Context: an optimization exercise on an open-source flow, tuned for small area, a short achievable clock period and few clock cycles per item. The choices shown serve that exercise and are no tape-out recipe. In this exercise RTL edits were held to simulation tests only and were not proved equivalent to the original. Power figures rest on the tool's default switching activity, not on a simulated workload.

==> flow/design.v <==
module sha256_round (
    input  wire [31:0] a, b, c, d, e, f, g, h,
    input  wire [31:0] k,
    input  wire [31:0] w,
    output wire [31:0] a_new,
    output wire [31:0] e_new
);
    wire [31:0] s1  = {e[5:0], e[31:6]} ^ {e[10:0], e[31:11]} ^ {e[24:0], e[31:25]};
    wire [31:0] ch  = (e & f) ^ (~e & g);
    wire [31:0] s0  = {a[1:0], a[31:2]} ^ {a[12:0], a[31:13]} ^ {a[21:0], a[31:22]};
    wire [31:0] maj = (a & b) ^ (a & c) ^ (b & c);
    wire [31:0] ps = h ^ k ^ w;
    wire [31:0] pc_full = (h & k) | (h & w) | (k & w);
    wire [31:0] pcy = {pc_full[30:0], 1'b0};
    wire [31:0] q1s = ps ^ pcy ^ d;
    wire [31:0] q1c_f = (ps & pcy) | (ps & d) | (pcy & d);
    wire [31:0] q1c = {q1c_f[30:0], 1'b0};
    wire [31:0] r1s = s1 ^ ch ^ q1s;
    wire [31:0] r1c_f = (s1 & ch) | (s1 & q1s) | (ch & q1s);
    wire [31:0] r1c = {r1c_f[30:0], 1'b0};
    wire [31:0] r2s = r1s ^ r1c ^ q1c;
    wire [31:0] r2c_f = (r1s & r1c) | (r1s & q1c) | (r1c & q1c);
    wire [31:0] r2c = {r2c_f[30:0], 1'b0};
    assign e_new = r2s + r2c;
    wire [31:0] u1s = ps ^ pcy ^ maj;
    wire [31:0] u1c_f = (ps & pcy) | (ps & maj) | (pcy & maj);
    wire [31:0] u1c = {u1c_f[30:0], 1'b0};
    wire [31:0] v1s = s1 ^ ch ^ s0;
    wire [31:0] v1c_f = (s1 & ch) | (s1 & s0) | (ch & s0);
    wire [31:0] v1c = {v1c_f[30:0], 1'b0};
    wire [31:0] x1s = u1s ^ u1c ^ v1s;
    wire [31:0] x1c_f = (u1s & u1c) | (u1s & v1s) | (u1c & v1s);
    wire [31:0] x1c = {x1c_f[30:0], 1'b0};
    wire [31:0] y1s = x1s ^ x1c ^ v1c;
    wire [31:0] y1c_f = (x1s & x1c) | (x1s & v1c) | (x1c & v1c);
    wire [31:0] y1c = {y1c_f[30:0], 1'b0};
    assign a_new = y1s + y1c;
endmodule
module sha256_sched (
    input  wire [31:0] wm2,    
    input  wire [31:0] wm7,    
    input  wire [31:0] wm15,   
    input  wire [31:0] wm16,   
    output wire [31:0] wn
);
    wire [31:0] ls0 = {wm15[6:0], wm15[31:7]} ^ {wm15[17:0], wm15[31:18]} ^ (wm15 >> 3);
    wire [31:0] ls1 = {wm2[16:0], wm2[31:17]} ^ {wm2[18:0], wm2[31:19]} ^ (wm2 >> 10);
    wire [31:0] s1s = wm7 ^ wm16 ^ ls0;
    wire [31:0] s1c_f = (wm7 & wm16) | (wm7 & ls0) | (wm16 & ls0);
    wire [31:0] s1c = {s1c_f[30:0], 1'b0};
    wire [31:0] s2s = s1s ^ s1c ^ ls1;
    wire [31:0] s2c_f = (s1s & s1c) | (s1s & ls1) | (s1c & ls1);
    wire [31:0] s2c = {s2c_f[30:0], 1'b0};
    assign wn = s2s + s2c;
endmodule
module narind_hmac (
    input  wire         clk,
    input  wire         rst,         
    input  wire         start,
    input  wire [255:0] key,         
    output wire         idle,
    input  wire         in_valid,
    output wire         in_ready,
    input  wire [31:0]  in_data,
    input  wire         in_last,
    output wire         done,
    output wire [127:0] tag
);
    localparam [255:0] IV = {32'h6a09e667, 32'hbb67ae85, 32'h3c6ef372, 32'ha54ff53a,
                             32'h510e527f, 32'h9b05688c, 32'h1f83d9ab, 32'h5be0cd19};
    localparam [1:0] P_KO = 2'd0, P_KI = 2'd1, P_DATA = 2'd2, P_FIN = 2'd3;
    reg         s_idle, s_xfer, s_round, s_final;
    reg [1:0]   ph;
    reg [5:0]   u;
    reg         done_r;
    reg         end_seen;      
    reg         pad80;         
    reg         lenok;         
    reg         lastb;         
    reg [8:0]   nwords;
    reg [31:0]  a, b, c, d, e, f, g, h;
    reg [31:0]  w [0:15];      
    reg [31:0]  H [0:7];       
    reg [31:0]  KO [0:7];      
    reg [31:0] kn;             
    always @(*) begin
        case (u)
            6'd0 : kn = 32'ha4506ceb; 6'd1 : kn = 32'hbef9a3f7;
            6'd2 : kn = 32'hc67178f2; 6'd3 : kn = 32'h428a2f98;
            6'd4 : kn = 32'h71374491; 6'd5 : kn = 32'hb5c0fbcf;
            6'd6 : kn = 32'he9b5dba5; 6'd7 : kn = 32'h3956c25b;
            6'd8 : kn = 32'h59f111f1; 6'd9 : kn = 32'h923f82a4;
            6'd10: kn = 32'hab1c5ed5; 6'd11: kn = 32'hd807aa98;
            6'd12: kn = 32'h12835b01; 6'd13: kn = 32'h243185be;
            6'd14: kn = 32'h550c7dc3; 6'd15: kn = 32'h72be5d74;
            6'd16: kn = 32'h80deb1fe; 6'd17: kn = 32'h9bdc06a7;
            6'd18: kn = 32'hc19bf174; 6'd19: kn = 32'he49b69c1;
            6'd20: kn = 32'hefbe4786; 6'd21: kn = 32'h0fc19dc6;
            6'd22: kn = 32'h240ca1cc; 6'd23: kn = 32'h2de92c6f;
            6'd24: kn = 32'h4a7484aa; 6'd25: kn = 32'h5cb0a9dc;
            6'd26: kn = 32'h76f988da; 6'd27: kn = 32'h983e5152;
            6'd28: kn = 32'ha831c66d; 6'd29: kn = 32'hb00327c8;
            6'd30: kn = 32'hbf597fc7; 6'd31: kn = 32'hc6e00bf3;
            6'd32: kn = 32'hd5a79147; 6'd33: kn = 32'h06ca6351;
            6'd34: kn = 32'h14292967; 6'd35: kn = 32'h27b70a85;
            6'd36: kn = 32'h2e1b2138; 6'd37: kn = 32'h4d2c6dfc;
            6'd38: kn = 32'h53380d13; 6'd39: kn = 32'h650a7354;
            6'd40: kn = 32'h766a0abb; 6'd41: kn = 32'h81c2c92e;
            6'd42: kn = 32'h92722c85; 6'd43: kn = 32'ha2bfe8a1;
            6'd44: kn = 32'ha81a664b; 6'd45: kn = 32'hc24b8b70;
            6'd46: kn = 32'hc76c51a3; 6'd47: kn = 32'hd192e819;
            6'd48: kn = 32'hd6990624; 6'd49: kn = 32'hf40e3585;
            6'd50: kn = 32'h106aa070; 6'd51: kn = 32'h19a4c116;
            6'd52: kn = 32'h1e376c08; 6'd53: kn = 32'h2748774c;
            6'd54: kn = 32'h34b0bcb5; 6'd55: kn = 32'h391c0cb3;
            6'd56: kn = 32'h4ed8aa4a; 6'd57: kn = 32'h5b9cca4f;
            6'd58: kn = 32'h682e6ff3; 6'd59: kn = 32'h748f82ee;
            6'd60: kn = 32'h78a5636f; 6'd61: kn = 32'h84c87814;
            6'd62: kn = 32'h8cc70208; 6'd63: kn = 32'h90befffa;
        endcase
    end
    reg [31:0] kt;
    wire [31:0] a_new, e_new;
    sha256_round u_round (
        .a(a), .b(b), .c(c), .d(d), .e(e), .f(f), .g(g), .h(h),
        .k(kt), .w(w[12]), .a_new(a_new), .e_new(e_new)
    );
    wire [31:0] wnew;
    sha256_sched u_sched (.wm2(w[14]), .wm7(w[9]), .wm15(w[1]), .wm16(w[0]), .wn(wnew));
    wire [1:0]  j = u[1:0];
    reg  [31:0] iva, ive;
    always @(*) begin
        case (j)
            2'd0: begin iva = IV[159:128]; ive = IV[31:0];    end
            2'd1: begin iva = IV[191:160]; ive = IV[63:32];   end
            2'd2: begin iva = IV[223:192]; ive = IV[95:64];   end
            default: begin iva = IV[255:224]; ive = IV[127:96]; end
        endcase
    end
    wire [31:0] basea = (ph == P_DATA) ? H[3] : (ph == P_FIN) ? KO[3] : iva;
    wire [31:0] basee = (ph == P_DATA) ? H[7] : (ph == P_FIN) ? KO[7] : ive;
    wire [31:0] adda  = basea + d;
    wire [31:0] adde  = basee + h;
    wire        use_add = s_final && (ph != P_KO);
    wire [31:0] lda = use_add ? adda : (ph == P_FIN) ? KO[3] : iva;
    wire [31:0] lde = use_add ? adde : (ph == P_FIN) ? KO[7] : ive;
    wire        sched = u[5] | u[4];
    wire        nxt   = s_round && (u[5:2] == 4'd0);
    wire [3:0]  ix    = u[3:0];
    wire [31:0] hw    = H[ix[2:0]];
    wire [31:0] bitlen = {18'd0, nwords + 9'd16, 5'd0};
    wire f_key  = !sched && (nxt ? (ph == P_KO) : (ph == P_KO || ph == P_KI));
    wire f_opad = !nxt && (ph == P_KO);
    wire f_fin  = !sched && !nxt && (ph == P_FIN);
    wire f_data = !sched && (nxt ? (ph == P_KI || (ph == P_DATA && !lastb)) : (ph == P_DATA));
    wire need_in = s_round && f_data && !end_seen;    
    wire exec    = s_round && (!need_in || in_valid);
    wire take    = need_in && in_valid;
    wire push    = exec || s_xfer;
    reg [31:0] src;
    always @(*) begin
        src = 32'd0;
        if (sched) begin
            src = wnew;
        end else if (f_key) begin
            src = (f_opad ? 32'h5c5c5c5c : 32'h36363636) ^ (ix[3] ? 32'd0 : hw);
        end else if (f_fin) begin
            if (!ix[3])              src = hw;
            else if (ix == 4'd8)     src = 32'h80000000;
            else if (ix == 4'd15)    src = 32'd768;
        end else if (f_data) begin
            if (!end_seen)                src = in_data;
            else if (pad80)               src = 32'h80000000;
            else if (ix == 4'd15 && lenok) src = bitlen;
        end
    end
    integer i;
    always @(posedge clk) begin
        if (push) begin
            for (i = 0; i < 15; i = i + 1)
                w[i] <= w[i+1];
            w[15] <= src;
        end
    end
    always @(posedge clk) begin
        if (s_xfer)
            kt <= 32'h428a2f98;
        else if (exec)
            kt <= kn;
    end
    always @(posedge clk) begin
        if (exec) begin
            {b, c, d} <= {a, b, c};
            {f, g, h} <= {e, f, g};
            a <= a_new;
            e <= e_new;
        end else if (s_xfer || s_final) begin
            {b, c, d} <= {a, b, c};
            {f, g, h} <= {e, f, g};
            a <= lda;
            e <= lde;
        end
    end
    always @(posedge clk) begin
        if (s_idle) begin
            if (start)
                for (i = 0; i < 8; i = i + 1)
                    H[i] <= key[255 - 32*i -: 32];
        end else if (s_final && ph != P_KO) begin
            H[0] <= adda;
            H[1] <= H[0];
            H[2] <= H[1];
            H[3] <= H[2];
            H[4] <= adde;
            H[5] <= H[4];
            H[6] <= H[5];
            H[7] <= H[6];
        end
        if ((s_final && ph == P_KO) || ((s_xfer || s_final) && ph == P_FIN)) begin
            KO[0] <= (ph == P_KO) ? adda : KO[3];
            KO[1] <= KO[0];
            KO[2] <= KO[1];
            KO[3] <= KO[2];
            KO[4] <= (ph == P_KO) ? adde : KO[7];
            KO[5] <= KO[4];
            KO[6] <= KO[5];
            KO[7] <= KO[6];
        end
    end
    always @(posedge clk) begin
        if (rst) begin
            s_idle  <= 1'b1;
            s_xfer  <= 1'b0;
            s_round <= 1'b0;
            s_final <= 1'b0;
            done_r  <= 1'b0;
        end else begin
            if (s_idle) begin
                if (start) begin
                    s_idle   <= 1'b0;
                    s_xfer   <= 1'b1;
                    ph       <= P_KO;
                    u        <= 6'd0;
                    done_r   <= 1'b0;
                    end_seen <= 1'b0;
                    pad80    <= 1'b0;
                    lenok    <= 1'b0;
                    lastb    <= 1'b0;
                    nwords   <= 9'd0;
                end
            end
            if (s_xfer) begin
                u <= u + 6'd1;
                if (j == 2'd3) begin
                    s_xfer  <= 1'b0;
                    s_round <= 1'b1;
                end
            end
            if (s_round && exec) begin
                u <= u + 6'd1;
                if (u == 6'd3) begin         
                    s_round <= 1'b0;
                    s_final <= 1'b1;
                    u       <= 6'd0;
                end
            end
            if (s_final) begin
                u <= u + 6'd1;
                if (j == 2'd3) begin
                    s_final <= 1'b0;
                    case (ph)
                        P_KO: begin
                            ph      <= P_KI;
                            s_round <= 1'b1;
                        end
                        P_KI: begin
                            ph      <= P_DATA;
                            s_round <= 1'b1;
                        end
                        P_DATA: begin
                            lastb <= 1'b0;
                            if (lastb) begin
                                ph     <= P_FIN;
                                s_xfer <= 1'b1;
                                u      <= 6'd0;
                            end else begin
                                s_round <= 1'b1;
                            end
                        end
                        default: begin
                            done_r <= 1'b1;
                            s_idle <= 1'b1;
                        end
                    endcase
                end
            end
            if (s_round && f_data && exec) begin
                if (take) begin
                    nwords <= nwords + 9'd1;
                    if (in_last) begin
                        end_seen <= 1'b1;
                        pad80    <= 1'b1;
                    end
                end else if (end_seen) begin
                    if (pad80) begin
                        pad80 <= 1'b0;
                        lenok <= (ix <= 4'd13);
                    end else if (ix == 4'd15 && lenok) begin
                        lastb <= 1'b1;
                    end
                end
                if (ix == 4'd0 && !(end_seen && pad80))
                    lenok <= 1'b1;
            end
        end
    end
    assign idle     = s_idle;
    assign in_ready = need_in;
    assign done     = done_r;
    assign tag      = {H[0], H[1], H[2], H[3]};
endmodule
==> flow/run.sh <==
#!/bin/bash
# synth_recipe.tcl (not shown) runs the flow's synth.tcl, then flattens the netlist and writes it again
# the make line also repeats each setting of config.mk as NAME=value (left out here)
make -C /OpenROAD-flow-scripts/flow DESIGN_CONFIG=/design/flow/config.mk WORK_HOME=/design/flow/orfs CLKGATE_MAP_FILE= SYNTH_SCRIPT=/design/flow/synth_recipe.tcl finish
==> flow/config.mk <==
export PLATFORM = sky130hd
export DESIGN_NAME = narind_hmac
export DESIGN_NICKNAME = narind_hmac
export VERILOG_FILES = /design/flow/design.v
export SDC_FILE = /design/flow/constraint.sdc
export NUM_CORES = 4
export LEC_CHECK = 0
export CAP_MARGIN = 20
export CORE_MARGIN = 2
export CORE_UTILIZATION = 40
export SETUP_SLACK_MARGIN = 5
export SLEW_MARGIN = 20
export TNS_END_PERCENT = 100
==> flow/constraint.sdc <==
create_clock -name core_clock -period 10.0 [get_ports {clk}]
set_input_delay 2.0000 -clock core_clock [delete_from_list [all_inputs] [get_ports {clk}]]
set_output_delay 2.0000 -clock core_clock [all_outputs]
set_load 0.01 [all_outputs]
==> results of run 1 <==
## sequential cells by signal, indices dropped and copies added (netlist names), 32 cells and up, named ones only
signal and cells:
f 32, a 32, kt 32, KO 256, d 32, g 32, H 256, e 32
c 32, w 512, h 32, b 32
## layer usage
metal	track usage, %	share of wire, %	wire length [microns]
met1	39.0	39	105000
met4	14.9	5.8	15600
met3	6.66	9.7	25900
met5	0	0.024	65
met2	45.6	46	122000
## per-stage QoR
step	cells	total power, mW	area [sq um]	worst slack, ns
2_1_floorplan	5448	16.4	70100	-0.326
3_3_place_gp	8033	20.7	77100	3.60
3_5_place_dp	8035	20.6	77100	3.45
4_1_cts	8403	28.0	83600	4.76
5_1_grt	8462	31.0	84700	4.57
6_report	8466	29.5	84700	4.65
## kinds of logic (layout without fill, tap and decap cells)
family / after synthesis / after routing / share of synthesized area, %
compound gates: 1258 / 1258 / 11.4
xor+xnor: 432 / 432 / 5.40
fa+ha+maj: 483 / 483 / 11.6
buf+inv: 575 / 1257 / 3.13
flops: 1338 / 1338 / 56.8
mux: 328 / 328 / 5.17
other cells: 0 / 10 / 0
simple gates: 1034 / 1035 / 6.51
## cells in the mapped netlist (all sizes together) (8+ instances only)
master and number:
edfxtp 1301, nand2 448, o21ai 358, a21oi 356, inv 330, xnor2 320
fa 285, nor2 278, mux2 262, clkbuf 198, ha 167, xor2 112
a21o 81, a211oi 70, mux2i 65, nand3 63, nor3 59, o211ai 54
a31oi 51, buf 45, dfxtp 37, nand2b 35, nor2b 35, a222oi 33
and3 31, maj3 31, a22oi 26, a221oi 25, o31ai 22, or3 22
a211o 20, and2 20, o21a 19, o21bai 18, a311oi 16, nand4 15
o311ai 13, o22ai 12, a2111oi 9, a221o 9, o221ai 9, a21boi 8
## power breakdown
part	internal, mW	switching (mW)
logic	7.20	9.51
clock network	3.08	2.39
registers	6.84	0.475
## worst paths after layout
check             slack [ns]  cells after the start       from        end
setup / recovery        4.65                     20      e[27]      a[30]
hold / removal          0.40                      0  KO[1][15]  KO[2][15]
setup reg to reg        4.65                     20      e[27]      a[30]
hold reg to reg         0.40                      0  KO[1][15]  KO[2][15]
## cells in the final DEF (no fill, tap or decap), types with 21 or more instances in the layout
cell	instances
o21ai_0	325
clkbuf_1	31
ha_1	143
o211ai_1	52
clkinv_2	23
a211oi_1	62
a222oi_1	33
mux2i_1	65
o31ai_1	21
edfxtp_1	1301
buf_4	200
xnor2_2	46
fa_2	27
inv_1	305
xnor2_1	270
clkbuf_16	148
nor2_1	267
and3_1	28
nand3_1	62
dfxtp_1	28
nand2b_1	31
fa_1	258
a21o_1	81
mux2_2	262
nor3_1	56
a22oi_1	24
clkdlybuf4s50_1	422
nor2b_1	33
clkinv_1	26
a21oi_1	329
maj3_1	31
xor2_1	92
a31oi_1	44
a21oi_2	22
nand2_1	443
## final cells by class
cell class / instances / share of cell area (%)
Inverter: 332 / 1.50
Tap cell: 2325 / 3.43
Clock inverter: 86 / 1.10
Timing Repair Buffer: 658 / 7.38
Clock buffer: 181 / 4.54
Antenna cell: 10 / 0.0295
Multi-Input combinational cell: 3536 / 35.0
Sequential cell: 1338 / 47.0
## repair_timing
action | in CTS | in global routing
pin swaps | 89 | 101
setup buffers | 99 | 53
setup endpoints to repair | 235 | 73
cloned | 2 | 0
gates resized for setup | 194 | 146
## critical path, cell delays in order (launching register included)
cell and delay [ns]:
edfxtp_1 0.52, xnor2_2 0.20, xnor2_2 0.31, inv_1 0.12, fa_1 0.49, fa_2 0.56, inv_2 0.04, fa_1 0.44
ha_2 0.20, inv_2 0.06, fa_2 0.20, nand2b_4 0.14, a21oi_4 0.06, o311ai_4 0.28, a21boi_2 0.10, a221o_2 0.43
a21oi_4 0.21, a31oi_4 0.13, a311oi_2 0.27, xor2_1 0.20, o22ai_1 0.09
==> results_dict.tcl, run 1 <==
set metrics [dict create \
    run_status "complete, no violations" \
    ctsRootBufferMaster "clkbuf_16" \
    drt_first_iter_violations 6385 \
    maxSlewHeadroom_pct 17.0 \
    routed-via-count 49500 \
    worst_ep_arrival_time_ns 5.87 \
    setup_viol 0 \
    fraction_of_layout_cells_with_a_size_suffix_above_1_pct 16.6 \
    cts_num_sinks 1338 \
    pin_count_of_the_biggest_net_entering_global_routing 192 \
    synth_seq_cells 1338 \
    layout.core_utilization_pct 48.7 \
    cell_types_occupying_the_most_area_after_synthesis "edfxtp_1 56%, fa_1 8.1%, mux2_2 4.2%, xnor2_1 4.0%, ha_1 3.0%" \
    layout.area.seq_sq_um 39800 \
    drc_errors 0 \
    timing_worst_setup_path_type "flop to flop" \
    synthDistinctLibCells 94 \
    fp.dieW_microns 422 \
    tritoncts.num_buffers 147 \
    maxClockFrequency_ghz 0.187 \
    routedWlPerCell_microns 31.7 \
    rsz0062_at_grt "yes" \
    syn-instance-count 5448 \
    area.growth.synth_to_final_pct 20.9 \
    ant_nets 0 \
    net_count_synth 6193 \
    die_area_sq_um 178000 \
    top_cell_type_s_share_of_synthesized_area_pct 55.8 \
    hp-class "flop to flop" \
    hpwlAfterDp_microns 202000 \
    cp_data_required_time_ns 10.51 \
    grt_overflow_total 0 \
    worstSkewPairLatency_ns 0.82 \
    vias_per_cell 5.85 \
    final.fill_count 15300 \
    drv.max_cap_violation_count 0 \
    netlist.top_cell.by_area "edfxtp_1" \
    cts_tree "yes" \
    globalRouteTotalUtil_pct 29.5 \
    clk_pin_slew_worst_paths_ns 0.07 \
    cp-start-kind "flop" \
    cellPowerDensity_nw_per_um2 348 \
    final.setup.tns_ns 0 \
    peakVddDrop_mv 0.433 \
    initial_core_utilization_pct 40.3 \
    tmin_final_ns 5.35 \
    syn-cell-area_sq_um 70000 \
    worst-slew-pin-transition_ns 1.23 \
    ys_seq_area_share_pct 56.8 \
    place.gp.congestion 0.964 \
    synth-edff-count 1301 \
    cts-root-to-sink-buffers 3 \
    synth-async-reset-ratio_pct 0 \
    ioPinCount 424 \
    fin_nets 6758 \
    leakagePower_nw 30.5 \
    synth-main-ff-cell "edfxtp_1" \
    final-max-slew-violation-count 0 \
    syn_area_per_cell_sq_um 12.9 \
    critPathCaptureType "flop" \
    final-hold-violation-count 0 \
    dieHeight_microns 422 \
    port-buffer-count 423 \
    first_global_vias 48300 \
    clock-skew-final_ns 0.0466 \
    detailedRoute.firstPassIterationCount 7 \
    cts_hold_repair.buffers 0 \
    critical_path.max_fanout 3 \
    first_pass_grt_wire_length_microns 370000 \
    multi_input_comb_area_sq_um 29600 \
    cts_htree_levels 4 \
    floorplan.core_area_sq_um 174000 \
    ys_warn_count 7 \
    detail_route.wirelength_microns 269000 \
    std_cell_rows 153 \
    finalHoldWorstSlack_ns 0.395 \
    final.period_utilization_pct 53.5 \
    number_of_antenna_violations_at_the_first_check_in_global_routing 28 \
]
Testbench counts, summed over its fixed seeds: cycles 108,760, frames 192.
==> inputs of run 2 (changes only) <==
--- a/flow/config.mk
+++ b/flow/config.mk
@@ -6,4 +6,5 @@
 export NUM_CORES = 4
 export LEC_CHECK = 0
+export ABC_AREA = 1
 export CAP_MARGIN = 20
 export CORE_MARGIN = 2
==> run 2 against run 1 <==
  * Clock power increased by 4.0%
  * Still clean on timing, DRC and antenna
  * Largest cell class unchanged
  * Core utilization decreased by 1.1 points
  * Clock skew increased by 0.016 ns
  * Critical path type unchanged
  * Worst hold slack got worse by 0.011 ns
  * Register-to-register slack improved by 0.37 ns
==> results_dict.tcl, run 2 <==
set metrics [dict create \
    run_status "complete, no violations" \
    vias_per_cell 5.66 \
    hpwlAfterDp_microns 261000 \
    cts_num_sinks 1338 \
    number_of_antenna_violations_at_the_first_check_in_global_routing 32 \
    maxSlewHeadroom_pct 12.2 \
    critPathCaptureType "flop" \
    top_cell_type_s_share_of_synthesized_area_pct 53.7 \
    maxClockFrequency_ghz 0.201 \
    yosysMostFrequentCell "nand2_1" \
    critical_path.max_fanout 10 \
    cellPowerDensity_nw_per_um2 376 \
    fin_nets 8432 \
    cp-start-kind "flop" \
    synthDistinctLibCells 53 \
    area.growth.synth_to_final_pct 18.1 \
    cts_htree_levels 4 \
    place.gp.congestion 1.02 \
    ioPinCount 424 \
    post_layout_nonfiller_instances 10200 \
    pin_count_of_the_biggest_net_entering_global_routing 215 \
    initial_core_utilization_pct 40.3 \
    hp-class "flop to flop" \
    die_area_sq_um 185000 \
    clock-skew-final_ns 0.0631 \
    fp.dieW_microns 431 \
    timing.critical_path.cells "buf_4, inv_1, ha_1, inv_1, nand2_1, o21ai_0, o21ai_0, ha_1, a21oi_1, o21bai_1, inv_1, a21oi_1, nor2_1, nand2_1, nand2_1, nand3_1, nand2_1, nand2_1" \
    finalHoldWorstSlack_ns 0.385 \
    final_design_instance_area_without_fill_sq_um 86000 \
    fraction_of_layout_cells_with_a_size_suffix_above_1_pct 6.43 \
    layout.core_utilization_pct 47.6 \
    dieHeight_microns 431 \
    tmin_final_ns 4.99 \
    synth-edff-count 1301 \
    final.period_utilization_pct 49.9 \
    std_cell_rows 156 \
    cts_hold_repair.buffers 0 \
    final-max-slew-violation-count 0 \
    registers.top_by_ff_count "w" \
    leakagePower_nw 34.6 \
    setup_viol 0 \
    detailedRoute.firstPassIterationCount 6 \
    place_ws_ns 3.67 \
    cell_types_occupying_the_most_area_after_synthesis "edfxtp_1 54%, nand2_1 9.0%, fa_1 7.8%, inv_1 4.9%, o21ai_0 3.9%" \
    critical_path.slowest_cell "ha_1" \
    ys_seq_area_share_pct 54.7 \
    mostFrequentLayoutCells "1739 x nand2_1, 1301 x edfxtp_1, 938 x inv_1" \
    rsz0062_at_grt "yes" \
    synth-main-ff-cell "edfxtp_1" \
    layout_top_registers "w (512), H (256), KO (256)" \
    cpMostUsedCell "nand2_1" \
    ant_nets 0 \
    drt_first_iter_violations 7362 \
    drc_errors 0 \
    worst_ep_arrival_time_ns 5.51 \
    detail_route.wirelength_microns 328000 \
    syn-instance-count 7183 \
    first_global_vias 55400 \
    synth_common_cells "1754 x nand2_1, 1301 x edfxtp_1, 947 x inv_1" \
    ctsRootBufferMaster "clkbuf_16" \
    final.setup.tns_ns 0 \
    port-buffer-count 423 \
    tritoncts.num_buffers 152 \
    syn_area_per_cell_sq_um 10.1 \
    globalRouteTotalUtil_pct 34.8 \
    floorplan.core_area_sq_um 181000 \
    worst-slew-pin-transition_ns 1.30 \
    post-place-cells 9834 \
    first_pass_grt_wire_length_microns 445000 \
    grt_overflow_total 0 \
    ys_warn_count 7 \
    cts-root-to-sink-buffers 3 \
    peakVddDrop_mv 0.561 \
    netlist.top_cell.by_area "edfxtp_1" \
    worstSkewPairLatency_ns 0.83 \
    placed_cell_area_sq_um 79800 \
    syn-cell-area_sq_um 72800 \
    most_common_cell_after_layout_fill_and_taps_aside "nand2_1" \
    routed-via-count 57700 \
    final-hold-violation-count 0 \
    synth-async-reset-ratio_pct 0 \
    max_stage_delay_ns 0.68 \
    routedWlPerCell_microns 32.2 \
    clk_pin_slew_worst_paths_ns 0.07 \
    cts_tree "yes" \
    worst_setup_slack_final_ns 5.01 \
    cp_data_required_time_ns 10.53 \
    net_count_synth 7928 \
    synth_seq_cells 1338 \
    design_power_total_mw 32.3 \
    drv.max_cap_violation_count 0 \
    largest_reg_flops 512 \
    timing_worst_setup_path_type "flop to flop" \
]
==> run 2: cell types whose count changed after synthesis, moves of 164 or more <==
cell and change:
nand2_1 +1306, inv_1 +618, mux2_2 -262, nand3_1 +261
o21ai_0 +226, xnor2_1 -164
==> run 2: cells by family after synthesis <==
logic type,count (synthesis),synth area share [%]
and+or+nand+nor,2662,14.9
DFF,1338,54.7
AOI/OAI and AO/OA,1212,9.29
buffers and inverters,1159,6.09
adders and majority gates,475,11.0
xor gates and xnor gates,337,4.05
==> run 2: layout make-up <==
class | count | area [sq um]
Multi-Input combinational cell | 4687 | 29100
Clock inverter | 85 | 981
Antenna cell | 21 | 52.6
Clock buffer | 189 | 4030
Inverter | 958 | 3630
Tap cell | 2370 | 2970
Timing Repair Buffer | 550 | 5420
Sequential cell | 1338 | 39800
Fill cell | 16900 | 94800
==> run 2: layer usage <==
metal / track usage [%] / wire length, microns / up-vias
li1: - / - / 25200
met1: 45.8 / 130000 / 28900
met2: 54.5 / 150000 / 2932
met3: 6.61 / 27700 / 623
met4: 18.8 / 20000 / 18
met5: 0 / 113 / -
==> run 2: critical path: cells and delay by family, from the launching register on <==
kind	cells	cell delay, ns
flops	1	0.33
compound gates	5	1.31
buf+inv	4	0.75
simple gates	7	1.27
fa+ha+maj	2	1.05
==> run 2: power by group <==
group / total, mW / internal, mW / leakage, nW / switching [mW]
sequential: 7.48 / 6.92 / 12.5 / 0.561
clock: 5.69 / 3.23 / 2.44 / 2.46
combinational: 19.2 / 6.20 / 19.6 / 13.0
total: 32.3 / 16.4 / 34.6 / 16.0
==> run 2: path summary, 6_finish.rpt <==
check,start,to,slack (ns),cells past startpoint
min reg2reg,KO[5][27],KO[6][27],0.38,0
max reg2reg,u[1],e[27],5.01,18
max,u[1],e[27],5.01,18
min,KO[5][27],KO[6][27],0.38,0
==> run 2: timing repair <==
item / 4_1_cts / 5_1_grt
endpoints found under the setup margin: 162 / 113
pin swaps: 5 / 4
resized for setup: 57 / 89
cloned: 3 / 0
buffers inserted: 24 / 42

static timing again, ports no longer ideal:
No port has a modelled driver above. Below, the same layouts with a new extraction and two added sets of constraints. Step 1 assumes that a clkbuf_16 drives the clock port and a buf_2 every other input. Step 2 times the ports against the registers' clock, not the clock port: input delays grow and output delays shrink by t, the midpoint of the rising clock arrivals with the driver on. a / b / c = ideal ports / drivers / drivers and shift; a / b = the first two.
| run | t, ns | slack for setup (ns) | worst setup path after step 2 | worst slew at a driven data input, ns |
|---|---|---|---|---|
| run 1 | 0.877 | 4.647 / 4.647 / 4.481 | input to register | 0.25 |
| run 2 | 0.879 | 5.015 / 4.954 / 4.349 | input to register | 0.11 |
After both steps every run listed still meets setup and hold. For run 2, which loses most, drivers alone change the setup slack by -0.061 ns; drivers and shift together by -0.666 ns.
